Background: an optimization exercise with open tools, aiming at small area and a short achievable clock period. Do not read the settings as production practice.
No run shown here included a check of the RTL's function; only the layout flow was run.

[flow/config.mk]
export PLATFORM = sky130hd
export DESIGN_NAME = tim_domains
export DESIGN_NICKNAME = tim_domains
export VERILOG_FILES = /design/flow/design.v
export SDC_FILE = /design/flow/constraint.sdc
export NUM_CORES = 4
export LEC_CHECK = 0
export CAP_MARGIN = 85
export CORE_MARGIN = 2
export CORE_UTILIZATION = 60
export SLEW_MARGIN = 85
[flow/constraint.sdc]
create_clock -name core_clock -period 45.0 [get_ports {clk}]
set_input_delay 9.0000 -clock core_clock [delete_from_list [all_inputs] [get_ports {clk}]]
set_output_delay 9.0000 -clock core_clock [all_outputs]
set_load 0.01 [all_outputs]
[flow/design.v]
module tim_domain (
    input  wire        clk,
    input  wire        rst,
    input  wire        w_time,        
    input  wire [47:0] x_sec,
    input  wire [29:0] x_ns,
    input  wire        w_load,        
    input  wire        w_pstep,       
    input  wire        w_slew,        
    input  wire        x_slew_zero,
    input  wire [29:0] x_slew_hi,
    input  wire        w_rate,
    input  wire [24:0] x_rate,
    input  wire        w_valid,
    input  wire        w_hold,
    input  wire        x_hold,
    input  wire        w_pend,
    input  wire        x_pend_set,
    input  wire [77:0] x_pend_data,
    input  wire        w_thr,
    input  wire [26:0] x_thr,
    input  wire        w_sstep,
    input  wire [22:0] x_sstep,
    input  wire        w_steps,
    input  wire        w_href,
    input  wire        w_jref,
    input  wire [31:0] x_cnt,
    output reg  [47:0] sec,
    output reg  [29:0] ns,
    output reg  [31:0] frac,
    output reg  [24:0] rate,          
    output reg         valid,
    output reg         hold,
    output reg  [61:0] slew,
    output reg  [31:0] steps,
    output reg  [31:0] jumps_refused,
    output reg  [31:0] hold_refused,
    output reg  [26:0] thr125,        
    output reg         pend_set,
    output reg  [77:0] pend_data,
    output wire [61:0] slew_a,        
    output wire        slew_a_lnz,    
    output wire [31:0] adv_frac,      
    output wire [1:0]  adv_e,         
    output wire [31:0] p2_frac,       
    output wire [31:0] p2_r,          
    output wire [23:0] slew_ceil,     
    output wire        slew_nz
);
    reg  [22:0] sstep;
    wire [23:0] s_full = {sstep, 1'b0};
    wire [23:0] sl_lo;
    wire        sl_ge;                                   
    td_add #(.W(24), .ARCH(1)) u_slo (.a(slew[23:0]), .b(~s_full), .ci(1'b1), .s(sl_lo), .co(sl_ge));
    wire        sl_hz = (slew[61:24] == 38'd0);
    wire        sl_lt = sl_hz && !sl_ge;                 
    reg  [37:0] sl_hi;
    reg         bw;
    integer     i;
    always @* begin
        bw = !sl_ge;
        for (i = 0; i < 38; i = i + 1) begin
            sl_hi[i] = slew[24 + i] ^ bw;
            bw       = bw & !slew[24 + i];
        end
    end
    assign slew_a = sl_lt ? 62'd0 : {sl_hi, sl_lo};
    assign slew_a_lnz = slew_a[31:0] != 32'd0;
    wire [23:0] absorb = sl_lt ? slew[23:0] : s_full;
    wire [33:0] f_x = {2'b00, frac};
    wire [33:0] f_y = {{9{rate[24]}}, rate};
    wire [33:0] f_z = ~{10'd0, absorb};
    wire [33:0] f_s = f_x ^ f_y ^ f_z;
    wire [33:0] f_c = {(f_x[32:0] & f_y[32:0]) | (f_x[32:0] & f_z[32:0]) | (f_y[32:0] & f_z[32:0]), 1'b1};
    wire [33:0] f;
    td_add #(.W(34), .ARCH(1)) u_f (.a(f_s), .b(f_c), .ci(1'b0), .s(f), .co());
    assign adv_frac = f[31:0];
    assign adv_e    = 2'd2 + f[33:32];
    wire [2:0]  ns_lo = {1'b0, ns[1:0]} + {1'b0, adv_e};
    wire        wrap  = ns_lo[2] && (ns[29:2] == 28'd249999999);
    reg  [27:0] ns_up;
    reg  [47:0] sec_up;
    reg         cy1, cy2;
    integer     i1, i2;
    always @* begin
        cy1 = ns_lo[2];
        for (i1 = 0; i1 < 28; i1 = i1 + 1) begin
            ns_up[i1] = ns[2 + i1] ^ cy1;
            cy1       = cy1 & ns[2 + i1];
        end
    end
    always @* begin
        cy2 = wrap;
        for (i2 = 0; i2 < 48; i2 = i2 + 1) begin
            sec_up[i2] = sec[i2] ^ cy2;
            cy2        = cy2 & sec[i2];
        end
    end
    wire [29:0] adv_ns = wrap ? {28'd0, ns_lo[1:0]} : {ns_up, ns_lo[1:0]};
    wire [33:0] g_x = {2'b00, frac};
    wire [33:0] g_y = {{9{rate[24]}}, rate};
    wire [33:0] g_z = ~{2'b00, slew[31:0]};
    wire [33:0] g_s = g_x ^ g_y ^ g_z;
    wire [33:0] g_c = {(g_x[32:0] & g_y[32:0]) | (g_x[32:0] & g_z[32:0]) | (g_y[32:0] & g_z[32:0]), 1'b1};
    wire [33:0] g;
    td_add #(.W(34), .ARCH(1)) u_g (.a(g_s), .b(g_c), .ci(1'b0), .s(g), .co());
    assign p2_frac = g[31:0];
    wire [31:0] nh    = ~{2'b00, slew[61:32]};
    wire [2:0]  r_add = 3'd3 + {g[33], g[33:32]};
    wire [3:0]  r_lo  = {1'b0, nh[2:0]} + {1'b0, r_add};
    reg  [28:0] nh_up;
    reg         cy3;
    integer     i3;
    always @* begin
        cy3 = 1'b1;
        for (i3 = 0; i3 < 29; i3 = i3 + 1) begin
            nh_up[i3] = nh[3 + i3] ^ cy3;
            cy3       = cy3 & nh[3 + i3];
        end
    end
    assign p2_r = {r_lo[3] ? nh_up : nh[31:3], r_lo[2:0]};
    reg  [23:0] ceil_up;
    reg         cy4;
    integer     i4;
    always @* begin
        cy4 = slew[37:0] != 38'd0;
        for (i4 = 0; i4 < 24; i4 = i4 + 1) begin
            ceil_up[i4] = slew[38 + i4] ^ cy4;
            cy4         = cy4 & slew[38 + i4];
        end
    end
    assign slew_ceil = ceil_up;
    assign slew_nz   = slew != 62'd0;
    always @(posedge clk) begin
        if (rst) begin
            sec           <= 48'd0;
            ns            <= 30'd0;
            frac          <= 32'd0;
            rate          <= 25'd0;
            valid         <= 1'b0;
            hold          <= 1'b0;
            slew          <= 62'd0;
            steps         <= 32'd0;
            jumps_refused <= 32'd0;
            hold_refused  <= 32'd0;
            thr125        <= 27'd125000;     
            sstep         <= 23'd859000;     
        end else begin
            if (w_time) begin
                sec  <= x_sec;
                ns   <= x_ns;
            end else begin
                sec  <= sec_up;
                ns   <= adv_ns;
            end
            frac <= w_load ? 32'd0 : w_pstep ? p2_frac : adv_frac;
            slew[61:32] <= w_slew ? x_slew_hi : slew_a[61:32];
            slew[31:0]  <= (w_slew && x_slew_zero) ? 32'd0 : slew_a[31:0];
            if (w_rate)  rate          <= x_rate;
            if (w_valid) valid         <= 1'b1;
            if (w_hold)  hold          <= x_hold;
            if (w_steps) steps         <= x_cnt;
            if (w_href)  hold_refused  <= x_cnt;
            if (w_jref)  jumps_refused <= x_cnt;
            if (w_thr)   thr125        <= x_thr;
            if (w_sstep) sstep         <= x_sstep;
        end
    end
    always @(posedge clk) begin
        if (w_pend && !rst) begin
            pend_set  <= x_pend_set;
            pend_data <= x_pend_data;
        end
    end
endmodule
module td_add #(
    parameter W    = 8,
    parameter ARCH = 1
) (
    input  wire [W-1:0] a,
    input  wire [W-1:0] b,
    input  wire         ci,
    output wire [W-1:0] s,
    output wire         co
);
    generate
        if (ARCH == 2) begin : g_tool
            assign {co, s} = {1'b0, a} + {1'b0, b} + {{W{1'b0}}, ci};
        end else if (ARCH == 0) begin : g_ripple
            reg [W-1:0] sr;
            reg         c;
            integer     i;
            always @* begin
                c = ci;
                for (i = 0; i < W; i = i + 1) begin
                    sr[i] = a[i] ^ b[i] ^ c;
                    c     = (a[i] & b[i]) | (c & (a[i] ^ b[i]));
                end
            end
            assign s  = sr;
            assign co = c;
        end else begin : g_bk
            reg [W-1:0] gg, pp, p0;
            integer     l, i;
            always @* begin
                p0 = a ^ b;
                gg = a & b;
                pp = p0;
                gg[0] = gg[0] | (pp[0] & ci);
                for (l = 0; (1 << l) < W; l = l + 1)
                    for (i = 0; i < W; i = i + 1)
                        if (((i + 1) % (1 << (l + 1))) == 0) begin
                            gg[i] = gg[i] | (pp[i] & gg[i - (1 << l)]);
                            pp[i] = pp[i] & pp[i - (1 << l)];
                        end
                for (l = 20; l >= 0; l = l - 1)
                    if ((2 << l) < W)
                        for (i = 0; i < W; i = i + 1)
                            if (i >= (2 << l) && ((i + 1) % (2 << l)) == (1 << l)) begin
                                gg[i] = gg[i] | (pp[i] & gg[i - (1 << l)]);
                                pp[i] = pp[i] & pp[i - (1 << l)];
                            end
            end
            assign s  = p0 ^ {gg[W-2:0], ci};
            assign co = gg[W-1];
        end
    endgenerate
endmodule
module tim_domains (
    input  wire        clk,
    input  wire        rst,             
    input  wire        cmd_valid,
    input  wire [2:0]  cmd_op,
    input  wire        cmd_dom,
    input  wire [77:0] cmd_data,
    input  wire        rd_dom,
    output wire [47:0] rd_sec,
    output wire [29:0] rd_ns,
    output wire [31:0] rd_frac,
    output wire [31:0] rd_rate,
    output wire        rd_valid,
    output wire        rd_holdover,
    output wire        rd_slewing,
    output wire [23:0] rd_slew_left,    
    output wire [31:0] rd_steps,
    output wire [31:0] rd_jumps_refused,
    output wire [31:0] rd_hold_refused
);
    localparam [2:0] OP_RATE   = 3'd0;
    localparam [2:0] OP_ADJ    = 3'd1;
    localparam [2:0] OP_SET    = 3'd2;
    localparam [2:0] OP_RESUME = 3'd3;
    localparam [2:0] OP_FORCE  = 3'd4;
    localparam [2:0] OP_THRESH = 3'd5;
    localparam [2:0] OP_SLEW   = 3'd6;
    localparam [31:0] RATE_MIN    = -32'sd8589935;
    localparam [30:0] RATE_MIN_LO = RATE_MIN[30:0];
    wire [47:0] sec   [0:1];
    wire [29:0] ns    [0:1];
    wire [31:0] frac  [0:1];
    wire [24:0] rate  [0:1];
    wire        valid [0:1];
    wire        hold  [0:1];
    wire [61:0] slew  [0:1];
    wire [31:0] steps [0:1];
    wire [31:0] jref  [0:1];
    wire [31:0] href  [0:1];
    wire [26:0] thr   [0:1];
    wire        pset  [0:1];
    wire [77:0] pdata [0:1];
    wire [61:0] slewa [0:1];
    wire        lnz   [0:1];
    wire [1:0]  ae    [0:1];
    wire [31:0] pr    [0:1];
    wire [23:0] sceil [0:1];
    wire        snz   [0:1];
    wire        w_time, w_load, w_pstep, w_slew, w_rate, w_valid, w_hold, w_pend;
    wire        w_thr, w_sstep, w_steps, w_jref, w_href;
    wire [47:0] x_sec;
    wire [29:0] x_ns;
    wire        x_slew_zero;
    wire [29:0] x_slew_hi;
    wire [24:0] x_rate;
    wire        x_hold;
    wire [26:0] x_thr;
    wire [22:0] x_sstep;
    wire [31:0] x_cnt;
    genvar d;
    generate
        for (d = 0; d < 2; d = d + 1) begin : dom
            wire hit = cmd_valid && (cmd_dom == d);
            tim_domain u_dom (
                .clk           (clk),
                .rst           (rst),
                .w_time        (hit && w_time),
                .x_sec         (x_sec),
                .x_ns          (x_ns),
                .w_load        (hit && w_load),
                .w_pstep       (hit && w_pstep),
                .w_slew        (hit && w_slew),
                .x_slew_zero   (x_slew_zero),
                .x_slew_hi     (x_slew_hi),
                .w_rate        (hit && w_rate),
                .x_rate        (x_rate),
                .w_valid       (hit && w_valid),
                .w_hold        (hit && w_hold),
                .x_hold        (x_hold),
                .w_pend        (hit && w_pend),
                .x_pend_set    (cmd_op == OP_SET),
                .x_pend_data   (cmd_data),
                .w_thr         (hit && w_thr),
                .x_thr         (x_thr),
                .w_sstep       (hit && w_sstep),
                .x_sstep       (x_sstep),
                .w_steps       (hit && w_steps),
                .w_href        (hit && w_href),
                .w_jref        (hit && w_jref),
                .x_cnt         (x_cnt),
                .sec           (sec[d]),
                .ns            (ns[d]),
                .frac          (frac[d]),
                .rate          (rate[d]),
                .valid         (valid[d]),
                .hold          (hold[d]),
                .slew          (slew[d]),
                .steps         (steps[d]),
                .jumps_refused (jref[d]),
                .hold_refused  (href[d]),
                .thr125        (thr[d]),
                .pend_set      (pset[d]),
                .pend_data     (pdata[d]),
                .slew_a        (slewa[d]),
                .slew_a_lnz    (lnz[d]),
                .adv_frac      (),
                .adv_e         (ae[d]),
                .p2_frac       (),
                .p2_r          (pr[d]),
                .slew_ceil     (sceil[d]),
                .slew_nz       (snz[d])
            );
        end
    endgenerate
    wire        c       = cmd_dom;
    wire [47:0] sec_c   = sec[c];
    wire [29:0] ns_c    = ns[c];
    wire        valid_c = valid[c];
    wire        hold_c  = hold[c];
    wire [29:0] thr_c   = {thr[c], 3'd0};
    wire        pset_c  = pset[c];
    wire [77:0] pdata_c = pdata[c];
    wire [29:0] H       = slewa[c][61:32];
    wire        Lnz     = lnz[c];
    wire is_rate  = cmd_op == OP_RATE;
    wire is_adj   = cmd_op == OP_ADJ;
    wire is_set   = cmd_op == OP_SET;
    wire is_res   = cmd_op == OP_RESUME;
    wire is_force = cmd_op == OP_FORCE;
    wire is_thr   = cmd_op == OP_THRESH;
    wire is_slew  = cmd_op == OP_SLEW;
    wire is_jump  = is_adj || is_set;
    wire [47:0] set_sec = cmd_data[77:30];
    wire [29:0] set_ns  = cmd_data[29:0];
    wire [48:0] dsec;
    td_add #(.W(49), .ARCH(1)) u_dsec (.a({1'b0, set_sec}), .b(~{1'b0, sec_c}), .ci(1'b1), .s(dsec), .co());
    wire near = ((dsec[48:2] == 47'd0) && (dsec[1:0] != 2'd3)) ||
                ((dsec[48:2] == {47{1'b1}}) && dsec[1]);
    wire [2:0]  dsl = set_sec[2:0] - sec_c[2:0];
    reg  [34:0] kd;
    always @* begin
        case (dsl)
            3'd1:    kd = 35'd1000000000;
            3'd2:    kd = 35'd2000000000;
            3'd7:    kd = -35'sd1000000000;
            3'd6:    kd = -35'sd2000000000;
            default: kd = 35'd0;
        endcase
    end
    wire [32:0] ds_x = {3'd0, set_ns};
    wire [32:0] ds_y = ~{3'd0, ns_c};
    wire [32:0] ds_k = kd[32:0];
    wire [32:0] ds_s = ds_x ^ ds_y ^ ds_k;
    wire [32:0] ds_c = {(ds_x[31:0] & ds_y[31:0]) | (ds_x[31:0] & ds_k[31:0]) | (ds_y[31:0] & ds_k[31:0]), 1'b1};
    wire [32:0] dset;
    td_add #(.W(33), .ARCH(1)) u_dset (.a(ds_s), .b(ds_c), .ci(1'b0), .s(dset), .co());
    wire [32:0] delta = is_set ? dset : {cmd_data[31], cmd_data[31:0]};
    wire        d_neg = delta[32];
    wire        d_big = delta[32:30] != 3'd0;        
    wire        c1lo;
    td_add #(.W(30), .ARCH(1)) u_c1 (.a(delta[29:0]), .b(~thr_c), .ci(1'b0), .s(), .co(c1lo));
    wire        c1 = !d_neg && (d_big || c1lo);
    wire [29:0] hd;
    wire        hd_ge;                                
    td_add #(.W(30), .ARCH(1)) u_hd (.a(H), .b(~delta[29:0]), .ci(1'b1), .s(hd), .co(hd_ge));
    wire        stepcase = !d_neg && (d_big || !hd_ge);
    wire [32:0] c2_x = delta;
    wire [32:0] c2_y = {3'd0, thr_c};
    wire [32:0] c2_z = ~{3'd0, H};
    wire [32:0] c2_s = c2_x ^ c2_y ^ c2_z;
    wire [32:0] c2_c = {(c2_x[31:0] & c2_y[31:0]) | (c2_x[31:0] & c2_z[31:0]) | (c2_y[31:0] & c2_z[31:0]), !Lnz};
    wire [32:0] c2r;
    td_add #(.W(33), .ARCH(1)) u_c2 (.a(c2_s), .b(c2_c), .ci(1'b0), .s(c2r), .co());
    wire refuse   = (is_set && !near) || c1 || (d_neg && c2r[32]);
    wire jump_ok  = is_jump && valid_c && !hold_c && !refuse;
    wire jump_ref = is_jump && valid_c && !hold_c && refuse;
    wire forcing  = is_force && hold_c;
    wire fadj     = forcing && !pset_c;
    wire fset     = forcing && pset_c;
    wire load0    = is_set && !valid_c;
    wire [32:0] s_x = is_set ? 33'd0 : {3'd0, ns_c};
    wire [32:0] s_y = is_force ? {pdata_c[31], pdata_c[31:0]} :
                      is_set   ? {3'd0, set_ns} :
                                 {cmd_data[31], cmd_data[31:0]};
    wire [32:0] s_z = is_force ? {31'd0, ae[c]} : {pr[c][31], pr[c]};
    wire [32:0] s_s = s_x ^ s_y ^ s_z;
    wire [32:0] s_c = {(s_x[31:0] & s_y[31:0]) | (s_x[31:0] & s_z[31:0]) | (s_y[31:0] & s_z[31:0]), 1'b0};
    wire [32:0] s;
    td_add #(.W(33), .ARCH(1)) u_s (.a(s_s), .b(s_c), .ci(1'b0), .s(s), .co());
    function ge_c(input [32:0] x, input [32:0] cst);
        integer n;
        begin
            ge_c = 1'b1;
            for (n = 0; n < 33; n = n + 1)
                ge_c = cst[n] ? (x[n] & ge_c) : (x[n] | ge_c);
        end
    endfunction
    wire [32:0] s_u  = {~s[32], s[31:0]};
    wire ge_p3 = ge_c(s_u, 33'd3000000000 ^ (33'd1 << 32));
    wire ge_p2 = ge_c(s_u, 33'd2000000000 ^ (33'd1 << 32));
    wire ge_p1 = ge_c(s_u, 33'd1000000000 ^ (33'd1 << 32));
    wire ge_0  = !s[32];
    wire ge_m1 = ge_c(s_u, (-33'sd1000000000) ^ (33'd1 << 32));
    wire ge_m2 = ge_c(s_u, (-33'sd2000000000) ^ (33'd1 << 32));
    reg  [3:0]  k;
    always @* begin
        if      (ge_p3) k = 4'd3;
        else if (ge_p2) k = 4'd2;
        else if (ge_p1) k = 4'd1;
        else if (ge_0)  k = 4'd0;
        else if (ge_m1) k = 4'd15;
        else if (ge_m2) k = 4'd14;
        else            k = 4'd13;
    end
    reg  [29:0] kns;
    always @* begin
        case (k)
            4'd3:    kns = 30'h0d2fa200;   
            4'd2:    kns = 30'h08ca6c00;
            4'd1:    kns = 30'h04653600;
            4'd15:   kns = 30'h3b9aca00;
            4'd14:   kns = 30'h37359400;
            4'd13:   kns = 30'h32d05e00;
            default: kns = 30'd0;
        endcase
    end
    wire [29:0] st_ns;
    td_add #(.W(30), .ARCH(1)) u_stns (.a(s[29:0]), .b(kns), .ci(1'b0), .s(st_ns), .co());
    wire [3:0]  kk    = k + (is_set ? dsec[3:0] : 4'd0);
    wire [4:0]  sl5   = {2'b00, sec_c[2:0]} + {kk[3], kk};
    wire        up1   = !sl5[4] && sl5[3];
    wire        dn1   = sl5[4];
    reg  [44:0] sec_hi;
    reg         ao, az;
    integer     j1;
    always @* begin
        ao = up1;
        az = dn1;
        for (j1 = 0; j1 < 45; j1 = j1 + 1) begin
            sec_hi[j1] = sec_c[3 + j1] ^ (ao | az);
            ao         = ao & sec_c[3 + j1];
            az         = az & !sec_c[3 + j1];
        end
    end
    wire [47:0] st_sec = {sec_hi, sl5[2:0]};
    wire        loading = load0 || fset;
    wire [77:0] ld      = fset ? pdata_c : cmd_data;
    assign w_time  = loading || fadj || (jump_ok && stepcase);
    assign w_load  = loading;
    assign w_pstep = jump_ok && stepcase;
    assign x_sec   = loading ? ld[77:30] : st_sec;
    assign x_ns    = loading ? ld[29:0]  : st_ns;
    assign w_slew      = jump_ok || fset;
    assign x_slew_zero = fset || stepcase;
    assign x_slew_hi   = x_slew_zero ? 30'd0 : hd;
    wire [31:0] rate_in = cmd_data[31:0];
    wire rate_hi = !rate_in[31] && ge_c({2'd0, rate_in[30:0]}, 33'd8589936);
    wire rate_lo =  rate_in[31] && !ge_c({2'd0, rate_in[30:0]}, {2'd0, RATE_MIN_LO});
    assign w_rate = is_rate && !hold_c;
    assign x_rate = rate_hi ? 25'd8589935 : rate_lo ? -25'sd8589935 : rate_in[24:0];
    assign w_valid = load0;
    assign w_hold  = jump_ref || is_res || is_force;
    assign x_hold  = jump_ref;
    assign w_pend  = jump_ref;
    wire [19:0] thr_in  = (cmd_data[19:0] == 20'd0) ? 20'd1 : cmd_data[19:0];
    assign w_thr   = is_thr;
    assign x_thr   = {thr_in, 7'd0} - {5'd0, thr_in, 2'd0} + {7'd0, thr_in};     
    wire [11:0] ppm_in  = cmd_data[11:0];
    wire [9:0]  ppm_eff = (ppm_in == 12'd0) ? 10'd1 : (ppm_in > 12'd1000) ? 10'd1000 : ppm_in[9:0];
    assign w_sstep = is_slew;
    assign x_sstep = ppm_eff * 23'd4295;
    wire inc_href  = hold_c && (is_rate || (is_jump && valid_c));
    wire inc_steps = load0 || forcing || (jump_ok && stepcase);
    wire [31:0] cnt = jump_ref ? jref[c] : (hold_c && !is_force) ? href[c] : steps[c];
    wire [31:0] cnt_inc;
    wire        cnt_full;
    td_add #(.W(32), .ARCH(1)) u_cnt (.a(cnt), .b(32'd0), .ci(1'b1), .s(cnt_inc), .co(cnt_full));
    assign x_cnt   = cnt_full ? cnt : cnt_inc;      
    assign w_steps = inc_steps;
    assign w_jref  = jump_ref;
    assign w_href  = inc_href;
    assign rd_sec           = sec[rd_dom];
    assign rd_ns            = ns[rd_dom];
    assign rd_frac          = frac[rd_dom];
    assign rd_rate          = {{7{rate[rd_dom][24]}}, rate[rd_dom]};
    assign rd_valid         = valid[rd_dom];
    assign rd_holdover      = hold[rd_dom];
    assign rd_slewing       = snz[rd_dom];
    assign rd_slew_left     = sceil[rd_dom];
    assign rd_steps         = steps[rd_dom];
    assign rd_jumps_refused = jref[rd_dom];
    assign rd_hold_refused  = href[rd_dom];
endmodule
[flow/run.sh]
#!/bin/bash
# synth_recipe.tcl (not shown) runs the flow's synth.tcl, then flattens the netlist and writes it again
# the make line also repeats each setting of config.mk as NAME=value (left out here)
make -C /OpenROAD-flow-scripts/flow DESIGN_CONFIG=/design/flow/config.mk WORK_HOME=/design/flow/orfs CLKGATE_MAP_FILE= SYNTH_SCRIPT=/design/flow/synth_recipe.tcl finish
==> results of run 1 <==
-- state kept, by name, summed over array words and instances (netlist names) --
name and count:
dom.u_dom.pend_data 156, dom.u_dom.slew 124, dom.u_dom.sec 96, dom.u_dom.frac 64, dom.u_dom.hold_refused 64, dom.u_dom.jumps_refused 64
dom.u_dom.steps 64, dom.u_dom.ns 60, dom.u_dom.thr125 54, dom.u_dom.rate 50, dom.u_dom.sstep 46, dom.u_dom.hold 2
dom.u_dom.pend_set 2, dom.u_dom.valid 2
-- logic make-up (layout without fill, tap and decap cells) --
group	Yosys count	after routing	synth area share, %
AO/OA/AOI/OAI	1710	1710	15.10
XOR/XNOR	270	270	3.251
adder cells (fa/ha/maj)	1318	1318	26.69
buffers and inverters	1256	2350	6.689
flip-flops	848	848	25.43
multiplexers	555	555	8.656
other	0	12	0
AND/OR/NAND/NOR	2269	2269	14.18
-- tightest hold or removal path, cell delays in order (launching register included) --
cell	delay [ns]
dfxtp_1	0.31
nand2_1	0.05
a21oi_1	0.05
-- path summary, 6_finish.rpt --
kind / from / end / cells past startpoint
max: dom[0].u_dom.sstep[1] / dom[0].u_dom.sec[33] / 97
min: dom[0].u_dom.sstep[20] / dom[0].u_dom.sstep[20] / 2
max reg2reg: dom[0].u_dom.sstep[1] / dom[0].u_dom.sec[33] / 97
min reg2reg: dom[0].u_dom.sstep[20] / dom[0].u_dom.sstep[20] / 2
-- routing by layer --
layer  global-route usage [%]  up-vias  share of wire (%)  routed length (um)
li1                         -    30660                  -                   -
met1                    53.78    34350                 37              105900
met2                    67.01     4131                 45              128300
met3                    7.933     1280                9.8               27790
met4                    23.38       22                7.3               20580
met5                        0        -              0.049                 138
-- cells in the final DEF, fill, tap and decap left out, types with 59 or more instances in the layout --
master,n
edfxtp_1,158
o21ai_1,59
nand2_1,546
buf_4,96
nor3_2,75
clkdlybuf4s50_1,471
mux2i_4,118
a21oi_2,128
ha_1,848
nor2_1,803
dfxtp_2,141
a21oi_1,287
clkbuf_16,102
mux2i_1,129
a21o_1,163
mux2_2,251
dfxtp_1,547
buf_1,161
a21oi_4,94
fa_1,376
xnor2_1,62
inv_2,61
a211oi_2,89
o21ai_2,79
nand3_1,96
o21ai_0,105
a211oi_4,62
inv_1,739
a211oi_1,210
nor2_2,92
ha_2,68
xnor2_2,73
buf_8,180
buf_2,163
-- cell type report --
type	count	area (um^2)	share of cell area [%]
multi-input combinational	6122	60840	60.04
sequential	848	18740	18.49
timing repair buffer	1340	13050	12.88
inverter	829	3176	3.133
clock buffer	135	2836	2.799
tap	1612	2017	1.990
clock inverter	46	648.1	0.6395
antenna	12	30.03	0.02963
==> results.json, run 1 <==
{
  "status": "complete, no violations",
  "synth_commonest_cells": "nor2_1, ha_1, inv_1",
  "avgRoutedWirePerCell_um": 25.83,
  "overflow": 0,
  "hold_slack_ns": 0.4594,
  "worst-path-buf-inv": 38,
  "drt_pass1_iterations": 6,
  "dp.cells": 10640,
  "critPathSlowestCell": "clkdlybuf4s50_1",
  "fin_ws_ns": 16.08,
  "placed_area_mm2": 0.09397,
  "ys_warn_count": 8,
  "track_usage_pct": 42.00,
  "worstSkewPairLatency_ns": 0.76,
  "initial_utilization_pct": 60.66,
  "post-place-ws_ns": 19.60,
  "drive_gt1_share_pct": 30.12,
  "seq_area_frac_synth_pct": 25.43,
  "reg2reg_slack_ns": 16.08,
  "grt_pass1_wl_um": 406900,
  "min_period_ns": 28.92,
  "tns_ns": 0,
  "clock-sinks": 848,
  "grt_start_max_net_pins": 32,
  "cts_root_buf": "clkbuf_16",
  "synth_ff_type": "dfxtp_1",
  "slew_violations": 0,
  "die_h_um": 352.7,
  "postCtsHoldBufs": 0,
  "numCtsBuffers": 96,
  "synthArstFlopShare_pct": 0,
  "dpl.hpwl_um": 214500,
  "syn2layout_area_growth_pct": 38.88,
  "stdcell_area_mm2": 0.1013,
  "syn_area_per_cell_um2": 8.871,
  "wl_um": 282700,
  "cts_tree": "yes",
  "tightest_slew_ns": 0.5096,
  "finClkSkew_ns": 0.05914,
  "drt_iter0_markers": 7472,
  "grt_pass1_vias": 69160,
  "netlist_area_mm2": 0.07297,
  "synth_most_common_cell": "nor2_1",
  "cts_resized": 0,
  "synth_cell_types": 100,
  "yosysTopAreaCell": "dfxtp_1",
  "synth_edf_count": 158,
  "hold_viol_final": 0,
  "max_freq_mhz": 34.58,
  "cp_common_cell": "clkdlybuf4s50_1",
  "cts_buffer_depth": 3,
  "dieWidth_um": 352.7,
  "cts_setup_buffers": 0,
  "vias": 70430,
  "yosys-top-cells-area": "dfxtp_1, ha_1, fa_1",
  "stdcell_count": 10940,
  "pin_count": 351,
  "post_drt_via_cell_ratio": 6.436,
  "cp.required_ns": 45.68,
  "die_area_mm2": 0.1244,
  "arrival_ns": 29.60,
  "clk_pin_slew_worst_paths_ns": 0.06,
  "critical_path.top_delay_family": "buffers and inverters",
  "htree_levels": 3,
  "row_count": 127,
  "endpoint_kind": "flip-flop",
  "setup_viol": 0,
  "hold_class": "flip-flop to flip-flop",
  "cpPeakStageDelay_ns": 0.56,
  "finalNetCount": 10640,
  "yosysTopAreaCellShare_pct": 18.93,
  "drc": 0,
  "syn_nets": 9629,
  "syn-instance-count": 8226,
  "final.period_utilization_pct": 64.27,
  "core_mm2": 0.1203,
  "antenna_found_initial": 23,
  "fill_cells": 6459,
  "critical_path_class": "flip-flop to flip-flop",
  "gp_congestion": 1.001,
  "cp_max_fo": 22,
  "max_cap_violations": 0,
  "relSlewSlack_pct": 65.99,
  "startpoint_type": "flip-flop",
  "post-route-util_pct": 84.25,
  "synth_seq_cells": 848,
  "rsz0062_at_grt": "false",
  "port_buffers": 350,
  "drtAntennaViolNets": 0
}
==> run 2, diff against run 1 <==
--- a/flow/config.mk
+++ b/flow/config.mk
@@ -7,5 +7,5 @@
 export LEC_CHECK = 0
-export CAP_MARGIN = 85
+export CAP_MARGIN = 70
 export CORE_MARGIN = 2
-export CORE_UTILIZATION = 60
-export SLEW_MARGIN = 85
+export CORE_UTILIZATION = 40
+export SLEW_MARGIN = 70
==> run 2 against run 1 <==
Net effect: maximum frequency up 43%; synthesized cell count did not move; non-clock buffer count shrank 780; clock skew rose by 0.017 ns; die area rose by 49%; critical path type is now input pin to output pin.
==> results.json, run 2 <==
{
  "die_area_mm2": 0.1859,
  "pin_count": 351,
  "post-route-util_pct": 47.68,
  "dieWidth_um": 431.1,
  "postCtsHoldBufs": 0,
  "htree_levels": 3,
  "drive_gt1_share_pct": 12.49,
  "cp.required_ns": 36.00,
  "hp-start": "dom[0].u_dom.thr125[1]",
  "clock-sinks": 848,
  "met3_usage_pct": 3.916,
  "cts_buffer_depth": 3,
  "vias": 61900,
  "tightest_slew_ns": 0.4708,
  "final.period_utilization_pct": 44.90,
  "ff2ff_path_depth": 86,
  "clk_pin_slew_worst_paths_ns": 0.05,
  "overflow": 0,
  "cpPeakStageDelay_ns": 0.50,
  "row_count": 156,
  "worst_hold_path.endpoint": "dom[0].u_dom.thr125[1]",
  "busiest_layer": "met2",
  "cts_tree": "yes",
  "yosysTopAreaCellShare_pct": 18.93,
  "drt_pass1_iterations": 6,
  "synthArstFlopShare_pct": 0,
  "path_cells": "buf_8 > buf_12 > buf_8 > buf_8 > buf_8 > buf_12 > mux2_2 > clkdlybuf4s50_1",
  "layout_common_cells": "nor2_1, ha_1, inv_1, dfxtp_1, nand2_1",
  "worstSkewPairLatency_ns": 0.78,
  "placed_area_mm2": 0.08205,
  "reg_top3": "dom.u_dom.pend_data (156), dom.u_dom.slew (124), dom.u_dom.sec (96)",
  "max_cap_violations": 0,
  "critPathSlowestCell": "clkdlybuf4s50_1",
  "dpl.hpwl_um": 208300,
  "post_drt_via_cell_ratio": 5.658,
  "yosysTopAreaCell": "dfxtp_1",
  "cts_setup_buffers": 0,
  "max_freq_mhz": 49.49,
  "grtUsageMet2_pct": 46.28,
  "syn-instance-count": 8226,
  "rsz0062_at_grt": "false",
  "status": "complete, no violations",
  "fill_cells": 16850,
  "initial_utilization_pct": 40.33,
  "antenna_found_initial": 27,
  "startpoint_type": "input pin",
  "reg2reg_slack_ns": 25.05,
  "relSlewSlack_pct": 68.21,
  "cts_resized": 0,
  "numCtsBuffers": 104,
  "worst_hold_path.num_cells": 2,
  "finalNetCount": 9868,
  "yosys-top-cells-area": "dfxtp_1, ha_1, fa_1",
  "dp.cells": 10710,
  "min_period_ns": 20.21,
  "cp_max_fo": 43,
  "tns_ns": 0,
  "synth_most_common_cell": "nor2_1",
  "grtUsageMet1_pct": 34.86,
  "avgRoutedWirePerCell_um": 24.00,
  "core_mm2": 0.1809,
  "grt_pass1_wl_um": 392700,
  "largest_register": "dom.u_dom.pend_data",
  "critical_path_class": "input pin to output pin",
  "worst-path-buf-inv": 7,
  "crit_cells": 8,
  "drt_iter0_markers": 4816,
  "layout_commonest_cell": "nor2_1",
  "ys_warn_count": 8,
  "grt_start_max_net_pins": 76,
  "largest_reg_flops": 156,
  "grt_pass1_vias": 61710,
  "critical_path.top_delay_family": "buffers and inverters",
  "cts_root_buf": "clkbuf_16",
  "syn2layout_area_growth_pct": 18.23,
  "synth_commonest_cells": "nor2_1, ha_1, inv_1",
  "drc": 0,
  "finClkSkew_ns": 0.07604,
  "hold_slack_ns": 0.4532,
  "stdcell_area_mm2": 0.08628,
  "wl_um": 262600,
  "r2r-end": "dom[0].u_dom.sec[47]",
  "hold_viol_final": 0,
  "hold_class": "flip-flop to flip-flop",
  "synth_seq_cells": 848,
  "setup_viol": 0,
  "synth_edf_count": 158,
  "endpoint_kind": "output pin",
  "netlist_area_mm2": 0.07297,
  "drtAntennaViolNets": 0,
  "slew_violations": 0,
  "fin_ws_ns": 24.79,
  "stdcell_count": 10940,
  "r2r_start": "dom[0].u_dom.slew[2]",
  "track_usage_pct": 27.77,
  "syn_nets": 9629,
  "seq_area_frac_synth_pct": 25.43,
  "synth_ff_type": "dfxtp_1",
  "port_buffers": 350,
  "synth_cell_types": 100,
  "syn_area_per_cell_um2": 8.871,
  "cp_common_cell": "buf_8",
  "gp_congestion": 0.9707,
  "arrival_ns": 11.21,
  "post-place-ws_ns": 23.89,
  "die_h_um": 431.1
}
[run 2: worst max path at each step]
stage | start | end | slack, ns
2_1_floorplan | cmd_dom | dom[0].u_dom.pend_data[0] | 21.51
3_3_place_gp | rd_dom | rd_sec[28] | 23.11
3_5_place_dp | cmd_data[30] | dom[0].u_dom.jumps_refused[0] | 23.89
4_1_cts | cmd_data[30] | dom[0].u_dom.jumps_refused[0] | 24.71
5_1_grt | cmd_data[30] | dom[0].u_dom.jumps_refused[0] | 24.09
6_report | rd_dom | rd_ns[23] | 24.79
[run 2: cells by family (layout without fill, tap and decap cells)]
group | Yosys count | count (layout) | synth area share [%]
AOI/OAI and AO/OA | 1710 | 1710 | 15.10
DFF | 848 | 848 | 25.43
adders and majority gates | 1318 | 1318 | 26.69
xor gates and xnor gates | 270 | 270 | 3.251
buffers and inverters | 1256 | 1580 | 6.689
and+or+nand+nor | 2269 | 2269 | 14.18
muxes | 555 | 555 | 8.656
other | 0 | 20 | 0
[run 2: layer usage]
layer / vias to the layer above / part of all wire, % / wire length (um)
li1: 29120 / - / -
met1: 30060 / 41 / 107800
met2: 2162 / 47 / 124000
met3: 540 / 6.0 / 15730
met4: 14 / 5.7 / 14960
met5: - / 0.035 / 93
[run 2: tightest hold or removal path: cells and delay by family, from the launching register on]
family | cells | cell delay [ns]
simple gates | 1 | 0.05
flops | 1 | 0.30
compound gates | 1 | 0.05
[run 2: final cells by class]
class,instances,area (um^2),area share [%]
antenna,20,50.05,0.05801
clock buffer,136,2948,3.417
tap,2370,2965,3.437
inverter,829,3114,3.610
clock inverter,55,689.4,0.7991
timing repair buffer,560,6245,7.238
multi-input combinational,6122,51710,59.93
sequential,848,18560,21.51
==> run 3, diff against run 2 <==
--- a/flow/design.v
+++ b/flow/design.v
@@ -2,3 +2,3 @@
     input  wire        clk,
-    input  wire        rst,
+    input  wire        rst,           
     input  wire        w_time,        
@@ -9,4 +9,4 @@
     input  wire        w_slew,        
-    input  wire        x_slew_zero,
     input  wire [29:0] x_slew_hi,
+    input  wire        w_slew_lo0,    
     input  wire        w_rate,
@@ -14,2 +14,3 @@
     input  wire        w_valid,
+    input  wire        x_valid,
     input  wire        w_hold,
@@ -134,35 +135,20 @@
     always @(posedge clk) begin
-        if (rst) begin
-            sec           <= 48'd0;
-            ns            <= 30'd0;
-            frac          <= 32'd0;
-            rate          <= 25'd0;
-            valid         <= 1'b0;
-            hold          <= 1'b0;
-            slew          <= 62'd0;
-            steps         <= 32'd0;
-            jumps_refused <= 32'd0;
-            hold_refused  <= 32'd0;
-            thr125        <= 27'd125000;     
-            sstep         <= 23'd859000;     
+        if (w_time) begin
+            sec <= x_sec;
+            ns  <= x_ns;
         end else begin
-            if (w_time) begin
-                sec  <= x_sec;
-                ns   <= x_ns;
-            end else begin
-                sec  <= sec_up;
-                ns   <= adv_ns;
-            end
-            frac <= w_load ? 32'd0 : w_pstep ? p2_frac : adv_frac;
-            slew[61:32] <= w_slew ? x_slew_hi : slew_a[61:32];
-            slew[31:0]  <= (w_slew && x_slew_zero) ? 32'd0 : slew_a[31:0];
-            if (w_rate)  rate          <= x_rate;
-            if (w_valid) valid         <= 1'b1;
-            if (w_hold)  hold          <= x_hold;
-            if (w_steps) steps         <= x_cnt;
-            if (w_href)  hold_refused  <= x_cnt;
-            if (w_jref)  jumps_refused <= x_cnt;
-            if (w_thr)   thr125        <= x_thr;
-            if (w_sstep) sstep         <= x_sstep;
+            sec <= sec_up;
+            ns  <= adv_ns;
         end
+        frac        <= w_load ? 32'd0 : w_pstep ? p2_frac : adv_frac;
+        slew[61:32] <= w_slew ? x_slew_hi : slew_a[61:32];
+        slew[31:0]  <= w_slew_lo0 ? 32'd0 : slew_a[31:0];
+        if (w_rate)  rate          <= x_rate;
+        if (w_valid) valid         <= x_valid;
+        if (w_hold)  hold          <= x_hold;
+        if (w_steps) steps         <= x_cnt;
+        if (w_href)  hold_refused  <= x_cnt;
+        if (w_jref)  jumps_refused <= x_cnt;
+        if (w_thr)   thr125        <= x_thr;
+        if (w_sstep) sstep         <= x_sstep;
     end
@@ -282,2 +268,3 @@
     wire [29:0] x_slew_hi;
+    wire        x_valid;
     wire [24:0] x_rate;
@@ -294,14 +281,15 @@
                 .rst           (rst),
-                .w_time        (hit && w_time),
+                .w_time        (rst || (hit && w_time)),
                 .x_sec         (x_sec),
                 .x_ns          (x_ns),
-                .w_load        (hit && w_load),
+                .w_load        (rst || (hit && w_load)),
                 .w_pstep       (hit && w_pstep),
-                .w_slew        (hit && w_slew),
-                .x_slew_zero   (x_slew_zero),
+                .w_slew        (rst || (hit && w_slew)),
                 .x_slew_hi     (x_slew_hi),
-                .w_rate        (hit && w_rate),
+                .w_slew_lo0    (rst || (hit && w_slew && x_slew_zero)),
+                .w_rate        (rst || (hit && w_rate)),
                 .x_rate        (x_rate),
-                .w_valid       (hit && w_valid),
-                .w_hold        (hit && w_hold),
+                .w_valid       (rst || (hit && w_valid)),
+                .x_valid       (x_valid),
+                .w_hold        (rst || (hit && w_hold)),
                 .x_hold        (x_hold),
@@ -310,9 +298,9 @@
                 .x_pend_data   (cmd_data),
-                .w_thr         (hit && w_thr),
+                .w_thr         (rst || (hit && w_thr)),
                 .x_thr         (x_thr),
-                .w_sstep       (hit && w_sstep),
+                .w_sstep       (rst || (hit && w_sstep)),
                 .x_sstep       (x_sstep),
-                .w_steps       (hit && w_steps),
-                .w_href        (hit && w_href),
-                .w_jref        (hit && w_jref),
+                .w_steps       (rst || (hit && w_steps)),
+                .w_href        (rst || (hit && w_href)),
+                .w_jref        (rst || (hit && w_jref)),
                 .x_cnt         (x_cnt),
@@ -478,7 +466,7 @@
     assign w_pstep = jump_ok && stepcase;
-    assign x_sec   = loading ? ld[77:30] : st_sec;
-    assign x_ns    = loading ? ld[29:0]  : st_ns;
+    assign x_sec   = {48{!rst}} & (loading ? ld[77:30] : st_sec);
+    assign x_ns    = {30{!rst}} & (loading ? ld[29:0]  : st_ns);
     assign w_slew      = jump_ok || fset;
     assign x_slew_zero = fset || stepcase;
-    assign x_slew_hi   = x_slew_zero ? 30'd0 : hd;
+    assign x_slew_hi   = {30{!(x_slew_zero || rst)}} & hd;
     wire [31:0] rate_in = cmd_data[31:0];
@@ -487,6 +475,7 @@
     assign w_rate = is_rate && !hold_c;
-    assign x_rate = rate_hi ? 25'd8589935 : rate_lo ? -25'sd8589935 : rate_in[24:0];
+    assign x_rate = {25{!rst}} & (rate_hi ? 25'd8589935 : rate_lo ? -25'sd8589935 : rate_in[24:0]);
     assign w_valid = load0;
+    assign x_valid = !rst;
     assign w_hold  = jump_ref || is_res || is_force;
-    assign x_hold  = jump_ref;
+    assign x_hold  = jump_ref && !rst;
     assign w_pend  = jump_ref;
@@ -494,3 +483,4 @@
     assign w_thr   = is_thr;
-    assign x_thr   = {thr_in, 7'd0} - {5'd0, thr_in, 2'd0} + {7'd0, thr_in};     
+    wire [26:0] thr125 = {thr_in, 7'd0} - {5'd0, thr_in, 2'd0} + {7'd0, thr_in};     
+    assign x_thr   = ({27{!rst}} & thr125) | ({27{rst}} & 27'd125000);             
     wire [11:0] ppm_in  = cmd_data[11:0];
@@ -498,3 +488,4 @@
     assign w_sstep = is_slew;
-    assign x_sstep = ppm_eff * 23'd4295;
+    wire [22:0] sstep_in = ppm_eff * 23'd4295;
+    assign x_sstep = ({23{!rst}} & sstep_in) | ({23{rst}} & 23'd859000);           
     wire inc_href  = hold_c && (is_rate || (is_jump && valid_c));
@@ -505,3 +496,3 @@
     td_add #(.W(32), .ARCH(1)) u_cnt (.a(cnt), .b(32'd0), .ci(1'b1), .s(cnt_inc), .co(cnt_full));
-    assign x_cnt   = cnt_full ? cnt : cnt_inc;      
+    assign x_cnt   = {32{!rst}} & (cnt_full ? cnt : cnt_inc);      
     assign w_steps = inc_steps;
--- a/flow/config.mk
+++ b/flow/config.mk
@@ -7,5 +7,5 @@
 export LEC_CHECK = 0
-export CAP_MARGIN = 70
+export CAP_MARGIN = 40
 export CORE_MARGIN = 2
-export CORE_UTILIZATION = 40
-export SLEW_MARGIN = 70
+export CORE_UTILIZATION = 45
+export SLEW_MARGIN = 60
==> run 3 against run 2 <==
Net effect: worst setup slack got worse by 2.0 ns; count of clock-buffer cells in the layout shrank 10; largest cell class unchanged; global-route usage up 0.65 points; synthesized area fell by 1.5%; utilization up 4.3 points; via count shrank 10%; flip-flop and latch count unchanged; cell count decreased by 11%; non-clock buffer count is 79 lower; critical path depth increased by 45.
==> results.json, run 3 <==
{
  "status": "complete, no violations",
  "largest_register": "dom.u_dom.pend_data",
  "slew_violations": 0,
  "cts_buffer_depth": 3,
  "reg_top3": "dom.u_dom.pend_data (156), dom.u_dom.slew (124), dom.u_dom.sec (96)",
  "yosysTopAreaCellShare_pct": 21.05,
  "avgRoutedWirePerCell_um": 23.93,
  "synth_seq_cells": 848,
  "tns_ns": 0,
  "hp-start": "dom[0].u_dom.slew[0]",
  "track_usage_pct": 28.42,
  "yosysTopAreaCell": "edfxtp_1",
  "worstSkewPairLatency_ns": 0.81,
  "synth_commonest_cells": "ha_1, inv_1, edfxtp_1",
  "cts_tree": "yes",
  "antenna_found_initial": 31,
  "htree_levels": 3,
  "fin_ws_ns": 22.75,
  "critical_path_class": "input pin to flip-flop",
  "syn2layout_area_growth_pct": 14.59,
  "grt_pass1_vias": 56110,
  "drt_iter0_markers": 4070,
  "grt_pass1_wl_um": 350400,
  "tightest_slew_ns": 0.6643,
  "cp_common_cell": "fa_1",
  "reg2reg_slack_ns": 25.36,
  "fill_cells": 14400,
  "post_drt_via_cell_ratio": 5.714,
  "die_h_um": 403.7,
  "initial_utilization_pct": 45.34,
  "cp.required_ns": 45.53,
  "dieWidth_um": 403.7,
  "clk_pin_slew_worst_paths_ns": 0.06,
  "numCtsBuffers": 101,
  "post-place-ws_ns": 21.49,
  "critPathSlowestCell": "fa_1",
  "hold_class": "flip-flop to flip-flop",
  "drive_gt1_share_pct": 10.43,
  "port_buffers": 350,
  "final.period_utilization_pct": 49.44,
  "syn_nets": 8714,
  "synthArstFlopShare_pct": 0,
  "arrival_ns": 22.78,
  "synth_ff_type": "edfxtp_1",
  "row_count": 146,
  "finalNetCount": 8967,
  "die_area_mm2": 0.1630,
  "ys_warn_count": 8,
  "seq_area_frac_synth_pct": 30.63,
  "endpoint_kind": "flip-flop",
  "pin_count": 351,
  "cts_root_buf": "clkbuf_16",
  "syn-instance-count": 7311,
  "dp.cells": 9529,
  "synth_edf_count": 504,
  "cts_resized": 0,
  "dpl.hpwl_um": 182600,
  "overflow": 0,
  "relSlewSlack_pct": 55.63,
  "rsz0062_at_grt": "false",
  "synth_cell_types": 94,
  "hold_viol_final": 0,
  "layout_common_cells": "ha_1, inv_1, edfxtp_1, nor2_1, nand2_1",
  "drc": 0,
  "drt_pass1_iterations": 6,
  "syn_area_per_cell_um2": 9.834,
  "stdcell_count": 9730,
  "max_cap_violations": 0,
  "cp-startpoint": "cmd_dom",
  "finClkSkew_ns": 0.1342,
  "cp_max_fo": 36,
  "wl_um": 232800,
  "startpoint_type": "input pin",
  "setup_viol": 0,
  "core_mm2": 0.1586,
  "yosys-top-cells-area": "edfxtp_1, ha_1, fa_1",
  "netlist_area_mm2": 0.07190,
  "vias": 55590,
  "drtAntennaViolNets": 0,
  "r2r_start": "dom[1].u_dom.slew[2]",
  "gp_congestion": 0.9324,
  "min_period_ns": 22.25,
  "largest_reg_flops": 156,
  "cts_setup_buffers": 0,
  "grt_start_max_net_pins": 97,
  "max_freq_mhz": 44.94,
  "synth_most_common_cell": "ha_1",
  "cpPeakStageDelay_ns": 0.79,
  "clock-sinks": 848,
  "layout_commonest_cell": "ha_1",
  "postCtsHoldBufs": 0
}
run 3: cell families (layout without fill, tap and decap cells):
kind of cell    Yosys count  after routing  synth area share (%)
mux                     519            519                 8.477
xor+xnor                243            243                 2.971
simple gates           1702           1702                 11.21
compound gates         1466           1466                 13.05
fa+ha+maj              1318           1318                 27.09
buf+inv                1215           1555                 6.582
other cells               0              7                     0
flops                   848            848                 30.63
run 3: area by class of cell:
type	instances	area [um^2]	area share (%)
inverters	884	3331	4.043
well taps	2072	2592	3.147
multi-input cells	5248	46110	55.97
flip-flops and latches	848	22020	26.73
clock inverters	64	777.0	0.9432
repair buffers	481	4831	5.864
clock buffers	126	2704	3.282
diodes	7	17.52	0.02126
run 3: worst paths after layout:
path,endpoint,cells past startpoint
min,dom[0].u_dom.slew[0],1
max reg2reg,dom[1].u_dom.sec[47],83
min reg2reg,dom[0].u_dom.slew[0],1
max,dom[1].u_dom.steps[27],53
run 3: per-layer routing:
layer / track usage [%] / up-vias / wire [um]
met2: 45.35 / 1787 / 105000
li1: - / 26230 / -
met5: 0 / - / 271
met3: 5.994 / 396 / 18430
met1: 38.43 / 27140 / 100600
met4: 9.341 / 40 / 8547
run 3: worst max-delay path: cells and delay by family:
kind,cells,cell delay [ns]
adder cells (fa/ha/maj),9,3.45
AND/OR/NAND/NOR,16,3.59
AO/OA/AOI/OAI,15,3.79
multiplexers,3,0.88
buffers and inverters,10,1.99
run 3: per-stage QoR:
step           util, %  hold WS, ns  cell area (um^2)
2_1_floorplan        -       0.4965             71900
3_3_place_gp     48.93       0.5633             77580
3_5_place_dp     49.61       0.5719             78660
4_1_cts          51.81       0.5936             82150
5_1_grt          51.95       0.6121             82370
6_report         51.96       0.5948             82380
==> run 4, diff against run 3 <==
--- a/flow/config.mk
+++ b/flow/config.mk
@@ -7,5 +7,5 @@
 export LEC_CHECK = 0
-export CAP_MARGIN = 40
+export CAP_MARGIN = 70
 export CORE_MARGIN = 2
-export CORE_UTILIZATION = 45
-export SLEW_MARGIN = 60
+export CORE_UTILIZATION = 40
+export SLEW_MARGIN = 70
==> run 4 against run 3 <==
Net effect: via count up 1.2%; count of clock-buffer cells in the layout up 3; wire length up 0.94%; design area up 2.3%; cell count up 3.5%; global-route usage down 3.2 points; worst hold slack better by 0.017 ns; register-to-register slack better by 0.43 ns; synthesized area unchanged; critical path depth down 1; die area up 12%.
==> results.json, run 4 <==
{
  "tightest_slew_ns": 0.4732,
  "wl_met1_um": 100100,
  "drt_iter0_markers": 4293,
  "worst_hold_path.num_cells": 1,
  "netlist_area_mm2": 0.07190,
  "max_cap_violations": 0,
  "grt_pass1_wl_um": 352200,
  "min_period_ns": 21.37,
  "drive_gt1_share_pct": 12.31,
  "hold_class": "flip-flop to flip-flop",
  "track_usage_pct": 25.19,
  "yosys-top-cells-area": "edfxtp_1, ha_1, fa_1",
  "gp_congestion": 0.9320,
  "wl_met3_um": 15210,
  "arrival_ns": 21.91,
  "critical_path_class": "input pin to flip-flop",
  "relSlewSlack_pct": 67.64,
  "slew_violations": 0,
  "finClkSkew_ns": 0.06095,
  "synthArstFlopShare_pct": 0,
  "cts_resized": 0,
  "postCtsHoldBufs": 0,
  "hp-start": "dom[1].u_dom.slew[0]",
  "stdcell_area_mm2": 0.08426,
  "stdcell_count": 10070,
  "worstSkewPairLatency_ns": 0.78,
  "avgRoutedWirePerCell_um": 23.34,
  "drtAntennaViolNets": 0,
  "vias": 56270,
  "placed_area_mm2": 0.08038,
  "numCtsBuffers": 103,
  "tns_ns": 0,
  "r2r-end": "dom[1].u_dom.sec[47]",
  "grt_start_max_net_pins": 64,
  "dieWidth_um": 428.0,
  "dp.cells": 9860,
  "largest_register": "dom.u_dom.pend_data",
  "layout_common_cells": "ha_1, inv_1, edfxtp_1, nor2_1, nand2_1",
  "status": "complete, no violations",
  "max_freq_mhz": 46.79,
  "clock-sinks": 848,
  "wl_um": 235000,
  "drt_pass1_iterations": 6,
  "htree_levels": 3,
  "dpl.hpwl_um": 187100,
  "post_drt_via_cell_ratio": 5.587,
  "seq_area_frac_synth_pct": 30.63,
  "r2r_start": "dom[1].u_dom.slew[2]",
  "reg2reg_slack_ns": 25.79,
  "cp_max_fo": 30,
  "syn_area_per_cell_um2": 9.834,
  "startpoint_type": "input pin",
  "fill_cells": 16450,
  "initial_utilization_pct": 40.30,
  "ff2ff_path_depth": 84,
  "synth_commonest_cells": "ha_1, inv_1, edfxtp_1",
  "yosysTopAreaCell": "edfxtp_1",
  "die_area_mm2": 0.1831,
  "critPathSlowestCell": "fa_2",
  "yosysTopAreaCellShare_pct": 21.05,
  "grt_pass1_vias": 56460,
  "synth_edf_count": 504,
  "overflow": 0,
  "cts_tree": "yes",
  "row_count": 155,
  "finalNetCount": 9019,
  "synth_cell_types": 94,
  "cts_buffer_depth": 3,
  "top_layer_used": "met5",
  "ys_warn_count": 8,
  "worst_hold_path.endpoint": "dom[1].u_dom.slew[0]",
  "syn2layout_area_growth_pct": 17.20,
  "drc": 0,
  "synth_ff_type": "edfxtp_1",
  "syn-instance-count": 7311,
  "syn_nets": 8714,
  "wl_met2_um": 108200,
  "hold_viol_final": 0,
  "post-route-util_pct": 47.22,
  "rsz0062_at_grt": "false",
  "synth_seq_cells": 848,
  "synth_most_common_cell": "ha_1",
  "endpoint_kind": "flip-flop",
  "cts_root_buf": "clkbuf_16",
  "die_h_um": 428.0,
  "core_mm2": 0.1784,
  "cp.required_ns": 45.54,
  "largest_reg_flops": 156,
  "reg_top3": "dom.u_dom.pend_data (156), dom.u_dom.slew (124), dom.u_dom.sec (96)",
  "pin_count": 351,
  "final.period_utilization_pct": 47.49,
  "antenna_found_initial": 25,
  "layout_commonest_cell": "ha_1",
  "clk_pin_slew_worst_paths_ns": 0.07,
  "cpPeakStageDelay_ns": 0.72,
  "port_buffers": 350,
  "setup_viol": 0,
  "cts_setup_buffers": 0
}
## run 4: cell counts after synthesis
No cell type changed its count.
## run 4: through the flow
stage | hold WS (ns) | setup WS (ns)
finish | 0.6123 | 23.63
global route | 0.6250 | 22.82
CTS | 0.6051 | 23.46
detailed placement | 0.5943 | 22.69
global placement | 0.5873 | 21.09
floorplan | 0.4965 | 18.77
## run 4: final cells by class
cell class	instances	area, um^2	share of cell area, %
inverter	884	3339	3.963
clock inverter	61	689.4	0.8182
timing repair buffer	531	5583	6.626
multi-input combinational	5248	46860	55.62
antenna	15	37.54	0.04455
clock buffer	129	2776	3.295
sequential	848	22020	26.14
tap	2355	2947	3.497
## run 4: kinds of logic after synthesis
| family | Yosys count | synth area share [%] |
|---|---|---|
| compound gates | 1466 | 13.05 |
| xor+xnor | 243 | 2.971 |
| fa+ha+maj | 1318 | 27.09 |
| buf+inv | 1215 | 6.582 |
| flops | 848 | 30.63 |
| mux | 519 | 8.477 |
| simple gates | 1702 | 11.21 |
## run 4: worst max-delay path by stage
stage                  from                        endpoint  slack [ns]
3_3_place_gp   cmd_data[30]   dom[0].u_dom.hold_refused[27]       21.09
3_5_place_dp        cmd_dom   dom[0].u_dom.hold_refused[27]       22.69
6_report            cmd_dom  dom[1].u_dom.jumps_refused[27]       23.63
5_1_grt             cmd_dom  dom[1].u_dom.jumps_refused[27]       22.82
4_1_cts             cmd_dom  dom[1].u_dom.jumps_refused[27]       23.46
2_1_floorplan       cmd_dom       dom[0].u_dom.pend_data[0]       18.77
## run 4: worst max-delay path, delay by kind of cell
kind            cells  cell delay (ns)
compound gates     15             3.53
fa+ha+maj           9             3.39
simple gates       16             3.28
buf+inv             8             1.34
mux                 3             1.07
xor+xnor            1             0.17
## run 4: per-layer routing
metal	global-route usage (%)	vias up
met5	0	-
met4	10.84	6
met3	3.935	408
met2	40.85	1870
met1	33.33	27620
li1	-	26370
==> run 5, diff against run 4 <==
--- a/flow/design.v
+++ b/flow/design.v
@@ -26,4 +26,5 @@
     input  wire        w_href,
+    input  wire [31:0] x_cnt_a,       
     input  wire        w_jref,
-    input  wire [31:0] x_cnt,
+    input  wire [31:0] x_cnt_b,       
     output reg  [47:0] sec,
@@ -148,5 +149,5 @@
         if (w_hold)  hold          <= x_hold;
-        if (w_steps) steps         <= x_cnt;
-        if (w_href)  hold_refused  <= x_cnt;
-        if (w_jref)  jumps_refused <= x_cnt;
+        if (w_steps) steps         <= x_cnt_a;
+        if (w_href)  hold_refused  <= x_cnt_a;
+        if (w_jref)  jumps_refused <= x_cnt_b;
         if (w_thr)   thr125        <= x_thr;
@@ -273,3 +274,3 @@
     wire [22:0] x_sstep;
-    wire [31:0] x_cnt;
+    wire [31:0] x_cnt_a, x_cnt_b;
     genvar d;
@@ -304,4 +305,5 @@
                 .w_href        (rst || (hit && w_href)),
+                .x_cnt_a       (x_cnt_a),
                 .w_jref        (rst || (hit && w_jref)),
-                .x_cnt         (x_cnt),
+                .x_cnt_b       (x_cnt_b),
                 .sec           (sec[d]),
@@ -492,7 +494,10 @@
     wire inc_steps = load0 || forcing || (jump_ok && stepcase);
-    wire [31:0] cnt = jump_ref ? jref[c] : (hold_c && !is_force) ? href[c] : steps[c];
-    wire [31:0] cnt_inc;
-    wire        cnt_full;
-    td_add #(.W(32), .ARCH(1)) u_cnt (.a(cnt), .b(32'd0), .ci(1'b1), .s(cnt_inc), .co(cnt_full));
-    assign x_cnt   = {32{!rst}} & (cnt_full ? cnt : cnt_inc);      
+    wire [31:0] cnt_a = (hold_c && !is_force) ? href[c] : steps[c];
+    wire [31:0] cnt_b = jref[c];
+    wire [31:0] inc_a, inc_b;
+    wire        full_a, full_b;
+    td_add #(.W(32), .ARCH(1)) u_cnta (.a(cnt_a), .b(32'd0), .ci(1'b1), .s(inc_a), .co(full_a));
+    td_add #(.W(32), .ARCH(1)) u_cntb (.a(cnt_b), .b(32'd0), .ci(1'b1), .s(inc_b), .co(full_b));
+    assign x_cnt_a = {32{!rst}} & (full_a ? cnt_a : inc_a);
+    assign x_cnt_b = {32{!rst}} & (full_b ? cnt_b : inc_b);
     assign w_steps = inc_steps;
--- a/flow/config.mk
+++ b/flow/config.mk
@@ -7,5 +7,5 @@
 export LEC_CHECK = 0
-export CAP_MARGIN = 70
+export CAP_MARGIN = 20
 export CORE_MARGIN = 2
 export CORE_UTILIZATION = 40
-export SLEW_MARGIN = 70
+export SLEW_MARGIN = 20
==> run 5 against run 4 <==
Net effect: wire length is 1.1% higher; still clean on timing, DRC and antenna; largest cell class unchanged; register-to-register slack worse by 1.7 ns; flip-flop and latch count stayed put; non-clock buffer count down 76; critical path type unchanged.
==> results.json, run 5 <==
{
  "die_area_mm2": 0.1835,
  "synth_ff_type": "edfxtp_1",
  "critPathSlowestCell": "or3b_2",
  "gp_congestion": 0.9427,
  "startpoint_type": "input pin",
  "min_period_ns": 21.50,
  "synth_seq_cells": 848,
  "rsz0062_at_grt": "false",
  "endpoint_kind": "flip-flop",
  "synth_most_common_cell": "ha_1",
  "netlist_area_mm2": 0.07203,
  "placed_area_mm2": 0.07804,
  "arrival_ns": 22.16,
  "die_h_um": 428.4,
  "cts_setup_buffers": 0,
  "antenna_found_initial": 18,
  "slew_violations": 0,
  "largest_reg_flops": 156,
  "cp_common_cell": "a21o_1",
  "finClkSkew_ns": 0.05886,
  "fill_cells": 16810,
  "yosysTopAreaCell": "edfxtp_1",
  "drive_gt1_share_pct": 8.915,
  "cts_resized": 0,
  "drt_pass1_iterations": 6,
  "cts_root_buf": "clkbuf_16",
  "postCtsHoldBufs": 0,
  "synth_commonest_cells": "ha_1, inv_1, nor2_1",
  "setup_viol": 0,
  "tightest_slew_ns": 1.105,
  "final.period_utilization_pct": 47.77,
  "critical_path.top_delay_family": "compound AO/OA/AOI/OAI gates",
  "finalNetCount": 9046,
  "avgRoutedWirePerCell_um": 23.56,
  "grt_pass1_vias": 56080,
  "ys_warn_count": 8,
  "max_cap_violations": 0,
  "cp.required_ns": 45.66,
  "post-route-util_pct": 45.68,
  "syn-instance-count": 7396,
  "htree_levels": 3,
  "syn_area_per_cell_um2": 9.739,
  "vias": 55950,
  "yosysTopAreaCellShare_pct": 21.01,
  "layout_common_cells": "ha_1, inv_1, nor2_1, edfxtp_1, nand2_1",
  "clk_pin_slew_worst_paths_ns": 0.06,
  "largest_register": "dom.u_dom.pend_data",
  "dpl.hpwl_um": 183900,
  "worstSkewPairLatency_ns": 0.77,
  "status": "complete, no violations",
  "tns_ns": 0,
  "row_count": 155,
  "yosys-top-cells-area": "edfxtp_1, ha_1, fa_1",
  "initial_utilization_pct": 40.33,
  "grt_start_max_net_pins": 128,
  "drc": 0,
  "max_freq_mhz": 46.52,
  "cts_buffer_depth": 3,
  "seq_area_frac_synth_pct": 30.57,
  "critical_path_class": "input pin to flip-flop",
  "drt_iter0_markers": 4166,
  "drtAntennaViolNets": 0,
  "core_mm2": 0.1786,
  "dieWidth_um": 428.4,
  "reg2reg_slack_ns": 24.09,
  "port_buffers": 350,
  "wl_um": 237600,
  "numCtsBuffers": 102,
  "reg_top3": "dom.u_dom.pend_data (156), dom.u_dom.slew (124), dom.u_dom.sec (96)",
  "track_usage_pct": 25.33,
  "grt_pass1_wl_um": 353700,
  "synthArstFlopShare_pct": 0,
  "cts_tree": "yes",
  "relSlewSlack_pct": 25.66,
  "synth_edf_count": 504,
  "layout_commonest_cell": "ha_1",
  "syn_nets": 8815,
  "clock-sinks": 848,
  "pin_count": 351,
  "hold_class": "flip-flop to flip-flop",
  "hold_viol_final": 0,
  "cp_max_fo": 50,
  "worst-path-buf-inv": 4,
  "stdcell_area_mm2": 0.08160,
  "post_drt_via_cell_ratio": 5.549,
  "overflow": 0,
  "syn2layout_area_growth_pct": 13.28,
  "cpPeakStageDelay_ns": 0.75,
  "synth_cell_types": 97
}
[run 5: cell types whose count changed after synthesis, sizes merged, moves of 21 or more]
cell and change:
nor2 +117, o21a -21, or2 +21, o31ai -49, a21oi +46, o21ai -36, o22ai +25, o2bb2ai +29
o31a -30, mux2i -33
[run 5: worst paths after layout]
| path | to | start | cells after the start |
|---|---|---|---|
| max reg2reg | dom[1].u_dom.ns[29] | dom[0].u_dom.sstep[1] | 76 |
| min | dom[1].u_dom.slew[0] | dom[1].u_dom.slew[0] | 1 |
| max | dom[1].u_dom.ns[29] | cmd_op[1] | 49 |
| min reg2reg | dom[1].u_dom.slew[0] | dom[1].u_dom.slew[0] | 1 |
[run 5: cell families after synthesis]
logic type | Yosys count | share of synthesized area (%)
adders and majority gates | 1334 | 27.32
xor gates and xnor gates | 263 | 3.217
muxes | 472 | 7.596
AOI/OAI and AO/OA | 1426 | 12.60
and+or+nand+nor | 1842 | 12.06
buffers and inverters | 1211 | 6.639
DFF | 848 | 30.57
[run 5: area by class of cell]
class                      instances  area [um^2]  area share [%]
inverter                         883         3319           4.068
clock buffer                     145         3005           3.683
sequential                       848        22020           26.99
timing repair buffer             455         4340           5.319
clock inverter                    49        519.2          0.6364
tap                             2355         2947           3.611
antenna                           11        27.53         0.03374
multi-input combinational       5337        45420           55.66
[run 5: per-layer routing]
layer	share of wire (%)	track usage (%)
met5	0.024	0
met4	4.1	10.12
met3	5.5	3.387
met2	47	41.94
met1	44	33.41
[run 5: through the flow]
step | cells | setup slack (ns) | hold WS, ns
2_1_floorplan | 7396 | 20.20 | 0.4752
3_5_place_dp | 9878 | 22.91 | 0.5607
3_3_place_gp | 9878 | 22.90 | 0.5513
4_1_cts | 10070 | 23.66 | 0.5745
6_report | 10080 | 23.50 | 0.5710
5_1_grt | 10080 | 22.31 | 0.5927

==> what the ideal ports hide <==
Ports are ideal in the flow. The routed layouts listed here were re-timed in OpenROAD.
Step 1, drivers: a clkbuf_16 drives clk and a buf_2 each remaining input, both assumed.
Step 2 adds t to the input delays and takes it off the output delays; t is the mean of the earliest and latest rising clock arrival at the registers after step 1. Input paths then give back, and output paths get back, about the clock's delay inside the block.
Three values: ideal ports, drivers, drivers and shift; two values: the first two.
run	shift t [ns]	setup slack, ns	latest minus earliest clock arrival (ns)
run 1	0.814	16.080 / 16.080 / 16.080	0.059 / 0.059
run 2	0.832	24.794 / 24.734 / 24.164	0.076 / 0.076
run 3	0.824	22.750 / 22.715 / 21.892	0.134 / 0.135
run 4	0.834	23.628 / 23.667 / 22.833	0.061 / 0.061
run 5	0.823	23.504 / 23.524 / 22.701	0.059 / 0.059
After both steps setup and hold are still met in every run listed. The setup slack of run 3, which loses most, moves by -0.035 ns with the drivers and by -0.858 ns with both steps.
